Background: an optimization exercise with open tools, aiming at small area and a short achievable clock period. Do not read the settings as production practice.
In this exercise RTL edits were held to simulation tests only and were not proved equivalent to the original.
The clock port is modelled as an ideal driver; clocking choices that lean on that would not hold on a real chip.

==> inputs of job 6513 <==
// trk_lane_rx
module trk_lane_rx (
    input  wire        clk,
    input  wire        rst,           
    input  wire        blk_valid,
    input  wire [1:0]  blk_sh,        
    input  wire [63:0] blk_pl,        
    input  wire [2:0]  cfg_lane,
    input  wire [1:0]  cfg_step,
    output reg         locked,
    output reg         dat_valid,
    output wire [7:0]  dat_idx,
    output wire [63:0] dat_pl,
    output reg         hdr_valid,
    output reg         hdr_ok,
    output reg  [47:0] hdr_fcnt,
    output reg  [15:0] hdr_claim,
    output reg  [3:0]  hdr_ql,
    output reg  [1:0]  hdr_step,
    output reg  [2:0]  hdr_state,
    output reg  [7:0]  hdr_msg,
    output reg         crc_valid,
    output reg         crc_ok
);
export LEC_CHECK = 0
export CAP_MARGIN = 20
export CORE_MARGIN = 2
export CORE_UTILIZATION = 40
export SLEW_MARGIN = 20
create_clock -name core_clock -period 13.5 [get_ports {clk}]
standard.sh (not shown) runs the stock make flow with config.mk's settings and CLKGATE_MAP_FILE= SYNTH_SCRIPT=/design/flow/synth_recipe.tcl, a recipe that flattens the netlist after the stock synthesis.
==> flow/flow/run.sh <==
#!/bin/bash
# Layout: the standard ORFS flow (standard.sh) with extra make settings from flow/params.sh:
# a smaller port-buffer cell, timing repair aimed at a tighter setup margin, smaller clock-tree
# clusters, and a two-level clock tree (flow/cts_post.tcl).
set -euo pipefail
source flow/params.sh
bash standard.sh "${ARGS[@]}" "POST_CTS_TCL=$PWD/flow/cts_post.tcl" finish > standard_flow.log 2>&1
==> flow/flow/params.sh <==
ARGS=("BUFFER_PORTS_ARGS=-buffer_cell sky130_fd_sc_hd__buf_2" SETUP_SLACK_MARGIN=9.7 TNS_END_PERCENT=0 CTS_CLUSTER_SIZE=25 CTS_CLUSTER_DIAMETER=100)
Other scripts of this flow, unchanged in this note and not shown: flow/flow/cts_post.tcl
==> job 9334: changes against job 6513 <==
==> flow/flow/params.sh (replaced) <==
ARGS=("BUFFER_PORTS_ARGS=-buffer_cell sky130_fd_sc_hd__buf_2" SETUP_SLACK_MARGIN=9.7 TNS_END_PERCENT=0 CTS_CLUSTER_SIZE=25 CTS_CLUSTER_DIAMETER=100 CORE_UTILIZATION=60 PLACE_DENSITY=0.7)
==> out/qor.csv <==
metric,value,unit
status,finished clean,
die_y,182,um
reg2reg_to,cnt[5]$_SDFFE_PP0P_,
drive_above_1_share,28.4,%
clk_latency,0.32,ns
nFillCells,2833,
cp.required,10.80,ns
final_core_util,47.4,%
critPathLaunch,dreg[45]$_DFF_P_,
antenna_cells,0,
core,31500,um2
vias,7774,
cpLargestDelayFamily,flip-flops,
critical_path.slowest_cell,dfxtp_2,
That was job 6513.
==> out/qor.csv <==
metric,value,unit
status,finished clean,
critPathLaunch,blk_valid,
clk_latency,0.33,ns
antenna_cells,1,
drive_above_1_share,28.8,%
core,21000,um2
nFillCells,1553,
cpLargestDelayFamily,simple AND/OR/NAND/NOR gates,
cp.required,13.74,ns
critical_path.slowest_cell,or4_1,
That was job 9334.

* * *

==> branch onyx <==
trk_lane_rx, a different RTL version from the one above (not shown whole).
export LEC_CHECK = 0
export CAP_MARGIN = 20
export CORE_MARGIN = 2
export CORE_UTILIZATION = 40
export SLEW_MARGIN = 20
create_clock -name core_clock -period 13.5 [get_ports {clk}]
==> flow/flow/run.sh <==
#!/bin/bash
# Layout: the standard ORFS flow (standard.sh) with extra make settings from flow/params.sh:
# a smaller port-buffer cell, and timing repair aimed at a tighter setup margin.
set -euo pipefail
source flow/params.sh
bash standard.sh "${ARGS[@]}" finish > standard_flow.log 2>&1
==> flow/flow/params.sh <==
ARGS=("BUFFER_PORTS_ARGS=-buffer_cell sky130_fd_sc_hd__buf_2" SETUP_SLACK_MARGIN=9.5 TNS_END_PERCENT=100)
==> inputs of branch amber, as changes to branch onyx <==
--- a/flow/design.v
+++ b/flow/design.v
@@ -34,14 +34,15 @@
     reg  [1:0] win;         
     reg  [4:0] err;         
     reg [63:0] dreg;        
     reg        t1_b0;       
     reg        t1_b1;       
     reg        t1_sh;       
     reg        t1_ls;       
+    reg        t1_se;       
     reg        ok0;         
     reg [7:0]  z8;          
     reg [15:0] c16;         
     assign dat_pl  = dreg;
     assign dat_idx = cnt;
     wire [63:0] v8 = dreg;
     wire [7:0]  f8;
@@ -469,83 +470,63 @@
     assign f16[11] = p_238;
     assign f16[12] = p_246;
     assign f16[13] = p_254;
     assign f16[14] = p_261;
     assign f16[15] = p_269;
     wire hdr_good = ok0 && t1_sh && t1_ls && (dreg[7:0] == 8'h47) && (f8 == z8);
     wire hdr_lost = t1_b1 && bad_prev && !hdr_good;
-    wire is_hdr  = (blk_sh == 2'b01);
-    wire nb0     = (cnt == 8'd255);     
-    wire nb1     = (cnt == 8'd0);       
-    wire sh_err  = (nb0 || nb1) ? !is_hdr : (blk_sh != 2'b10);
-    wire too_many = sh_err && (err == 5'd31);
-    wire lock_now = blk_valid && is_hdr && prev_hdr;
-    reg        n_lk, h_lk;
-    reg  [7:0] n_cnt, h_cnt;
-    reg  [1:0] n_win, h_win;
-    reg  [4:0] n_err, h_err;
-    reg        n_bad, h_bad, n_have, h_have;
-    reg        n_dv, n_b0, n_b1;
-    always @* begin
-        n_lk = lk; n_cnt = cnt; n_win = win; n_err = err;
-        n_bad = t1_b1 ? !hdr_good : bad_prev;
-        n_have = have_prev;
-        n_dv = 1'b0; n_b0 = 1'b0; n_b1 = 1'b0;
-        if (lk) begin
-            if (blk_valid) begin
-                n_cnt = cnt + 8'd1;
-                if (nb1) n_win = win + 2'd1;
-                n_err = (nb1 && win == 2'd3) ? 5'd0 : err + {4'd0, sh_err};
-                if (cnt == 8'd254) n_have = 1'b1;
-                if (too_many) n_lk = 1'b0;
-                n_dv = !nb0 && !nb1;
-                n_b0 = nb0;
-                n_b1 = nb1;
-            end
-        end else if (lock_now) begin
-            n_lk = 1'b1; n_cnt = 8'd1; n_win = 2'd0; n_err = 5'd0;
-            n_bad = 1'b0; n_have = 1'b0;
-        end
-        h_lk = lock_now; h_cnt = 8'd1; h_win = 2'd0; h_err = 5'd0;
-        h_bad = 1'b0; h_have = 1'b0;
-    end
+    wire t1_take  = dat_valid || t1_b0 || t1_b1;
+    wire se_lost  = t1_take && t1_se && (err == 5'd31);
+    wire lk_eff   = lk && !hdr_lost && !se_lost;
+    wire is_hdr   = (blk_sh == 2'b01);
+    wire is_dat   = (blk_sh == 2'b10);
+    wire nb0      = (cnt == 8'd255);     
+    wire nb1      = (cnt == 8'd0);       
+    wire take     = blk_valid && lk_eff;
+    wire lock_now = blk_valid && !lk_eff && is_hdr && prev_hdr;
     always @(posedge clk) begin
         if (blk_valid) hist <= blk_pl[63:6];
         dreg   <= desc;
         t1_sh  <= is_hdr;
+        t1_se  <= (nb0 || nb1) ? !is_hdr : !is_dat;
         t1_ls  <= (desc[30:28] == cfg_lane) && (desc[33:32] == cfg_step);
         hdr_claim <= dreg[23:8];
         hdr_ql    <= dreg[27:24];
         hdr_step  <= dreg[33:32];
         hdr_state <= dreg[36:34];
         hdr_msg   <= dreg[47:40];
         hdr_ok    <= hdr_good;
         crc_ok    <= (dreg[63:48] == c16);
         if (t1_b0) begin
             z8  <= zin;
             ok0 <= t1_sh && (dreg[7:0] == 8'hB8);
             hdr_fcnt <= dreg[55:8];
         end
         if (dat_valid) c16 <= f16;
-        if (hdr_lost) begin
-            cnt <= h_cnt; win <= h_win; err <= h_err;
-            bad_prev <= h_bad; have_prev <= h_have;
+        if (lock_now) cnt <= 8'd1;
+        else if (take) cnt <= cnt + 8'd1;
+        if (lock_now) begin
+            win <= 2'd0; err <= 5'd0; bad_prev <= 1'b0; have_prev <= 1'b0;
         end else begin
-            cnt <= n_cnt; win <= n_win; err <= n_err;
-            bad_prev <= n_bad; have_prev <= n_have;
+            if (t1_take) begin
+                if (t1_b1) win <= win + 2'd1;
+                err <= (t1_b1 && win == 2'd3) ? 5'd0 : err + {4'd0, t1_se};
+            end
+            if (t1_b1) bad_prev <= !hdr_good;
+            if (take && cnt == 8'd254) have_prev <= 1'b1;
         end
         if (rst) begin
             lk <= 1'b0; prev_hdr <= 1'b0; locked <= 1'b0;
             dat_valid <= 1'b0; t1_b0 <= 1'b0; t1_b1 <= 1'b0;
             hdr_valid <= 1'b0; crc_valid <= 1'b0;
         end else begin
             if (blk_valid) prev_hdr <= is_hdr;
-            lk        <= hdr_lost ? h_lk : n_lk;
-            locked    <= lk && !hdr_lost;
-            dat_valid <= !hdr_lost && n_dv;
-            t1_b0     <= !hdr_lost && n_b0;
-            t1_b1     <= !hdr_lost && n_b1;
+            lk        <= lk_eff || lock_now;
+            locked    <= lk_eff;
+            dat_valid <= take && !nb0 && !nb1;
+            t1_b0     <= take && nb0;
+            t1_b1     <= take && nb1;
             hdr_valid <= t1_b1;
             crc_valid <= t1_b1 && hdr_good && have_prev;
         end
     end
 endmodule
==> flow/flow/run.sh (replaced) <==
#!/bin/bash
# Layout: the standard ORFS flow (standard.sh) with extra make settings from flow/params.sh:
# a smaller port-buffer cell, timing repair aimed at a tighter setup margin, smaller clock-tree
# clusters, and a two-level clock tree (flow/cts_post.tcl).
set -euo pipefail
source flow/params.sh
bash standard.sh "${ARGS[@]}" "POST_CTS_TCL=$PWD/flow/cts_post.tcl" finish > standard_flow.log 2>&1
==> flow/flow/cts_post.tcl (new file) <==
# After CTS: take out the H-tree's branch level and drive the leaf clock
# buffers from four root buffers on the clock port, one per quarter of the
# leaves, each placed at the middle of its leaves. Every flip-flop stays two
# like buffers from the clock port.
set block [ord::get_db_block]
set root [$block findInst clkbuf_0_clk]
if {$root != "NULL"} {
  set rootnet [[$root findITerm X] getNet]
  set clknet [[$root findITerm A] getNet]
  foreach inst [$block getInsts] {
    if {![string match "clkbuf_1_*" [$inst getName]]} { continue }
    if {[[$inst findITerm A] getNet] != $rootnet} { continue }
    set onet [[$inst findITerm X] getNet]
    foreach it [$onet getITerms] {
      if {[$it getInst] == $inst} { continue }
      $it disconnect
      $it connect $rootnet
    }
    puts "cts_post: removed [$inst getName]"
    odb::dbInst_destroy $inst
    odb::dbNet_destroy $onet
  }
  set leaves {}
  foreach it [$rootnet getITerms] { if {[$it getInst] != $root} { lappend leaves $it } }
  proc cmp_x {a b} { return [expr {[lindex [[$a getInst] getLocation] 0] - [lindex [[$b getInst] getLocation] 0]}] }
  proc cmp_y {a b} { return [expr {[lindex [[$a getInst] getLocation] 1] - [lindex [[$b getInst] getLocation] 1]}] }
  set sx [lsort -command cmp_x $leaves]
  set h [expr {[llength $sx] / 2}]
  set groups {}
  foreach part [list [lrange $sx 0 [expr {$h - 1}]] [lrange $sx $h end]] {
    set sy [lsort -command cmp_y $part]
    set q [expr {[llength $sy] / 2}]
    lappend groups [lrange $sy 0 [expr {$q - 1}]] [lrange $sy $q end]
  }
  set i 0
  foreach g $groups {
    if {[llength $g] == 0} { continue }
    if {$i == 0} {
      set r $root; set n $rootnet
    } else {
      set r [odb::dbInst_create $block [$root getMaster] "clkbuf_0_${i}_clk"]
      set n [odb::dbNet_create $block "clknet_0_${i}_clk"]
      $n setSigType CLOCK
      [$r findITerm A] connect $clknet
      [$r findITerm X] connect $n
    }
    set sxx 0; set syy 0; set k 0
    foreach it $g {
      if {$i != 0} { $it disconnect; $it connect $n }
      set l [[$it getInst] getLocation]
      incr sxx [lindex $l 0]; incr syy [lindex $l 1]; incr k
    }
    $r setLocation [expr {$sxx / $k}] [expr {$syy / $k}]
    $r setPlacementStatus PLACED
    puts "cts_post: [$r getName] drives $k leaves"
    incr i
  }
  detailed_placement
  check_placement -verbose
  estimate_parasitics -placement
  report_clock_latency
}
==> flow/flow/params.sh (replaced) <==
ARGS=("BUFFER_PORTS_ARGS=-buffer_cell sky130_fd_sc_hd__buf_2" SETUP_SLACK_MARGIN=9.7 TNS_END_PERCENT=0 CTS_CLUSTER_SIZE=25 CTS_CLUSTER_DIAMETER=100 CORE_UTILIZATION=70 PLACE_DENSITY=0.8)
==> notes.md <==
quantity	branch amber	branch onyx
Number of vias in the routed layout	8,412	7,892
Met2 capacity usage during global routing	61.7%	39.1%
Router iterations before antenna repair	5	4
Top routing layer in use	met4	met5
Unrepaired setup endpoints after global routing	false	true
Result of the run	no timing/DRC/antenna violations	no timing/DRC/antenna violations
Synth Area in Adders	0.589%	0.591%
Clock latency of the later-clocked register in the worst-skew pair	0.34 ns	0.55 ns
FF-to-FF setup slack	9.75 ns	9.61 ns
Placeable core region	17,900 sq um	31,400 sq um
Fraction of area in registers	44.4%	42.8%
Post-layout instance area	14,800 sq um	15,300 sq um
Complex-gate fraction of the synthesized area	1.27%	1.70%
Number of placed instances, taps included	1,406	1,584

## what the ideal ports hide
In the flow no input, the clock included, has a driving cell. The finished layouts below were timed again as built, in two steps.
Step 1: set_driving_cell puts a clkbuf_16 on clk and a buf_2 on each other input, an assumption about the parent block.
Step 2 moves the port delays by t, midway between the first and last clock arrival at a register: inputs arrive t later, outputs are due t later. That takes back most of the time a late clock gives input paths.
Three values: no drivers, after step 1, after step 2; two values: the first two.
run	shift t [ns]	slack for setup (ns)	worst hold slack (ns)
job 6513	0.403	9.789 / 9.690 / 9.486	0.453 / 0.453 / 0.453
job 9334	0.413	9.743 / 9.644 / 9.404	0.436 / 0.436 / 0.436
branch onyx	0.599	9.535 / 9.483 / 9.089	0.449 / 0.449 / 0.449
branch amber	0.413	9.639 / 9.644 / 9.305	0.432 / 0.432 / 0.432
After both steps setup and hold are still met in every run listed. For branch onyx, which loses most, drivers alone change the setup slack by -0.052 ns; drivers and shift together by -0.446 ns.
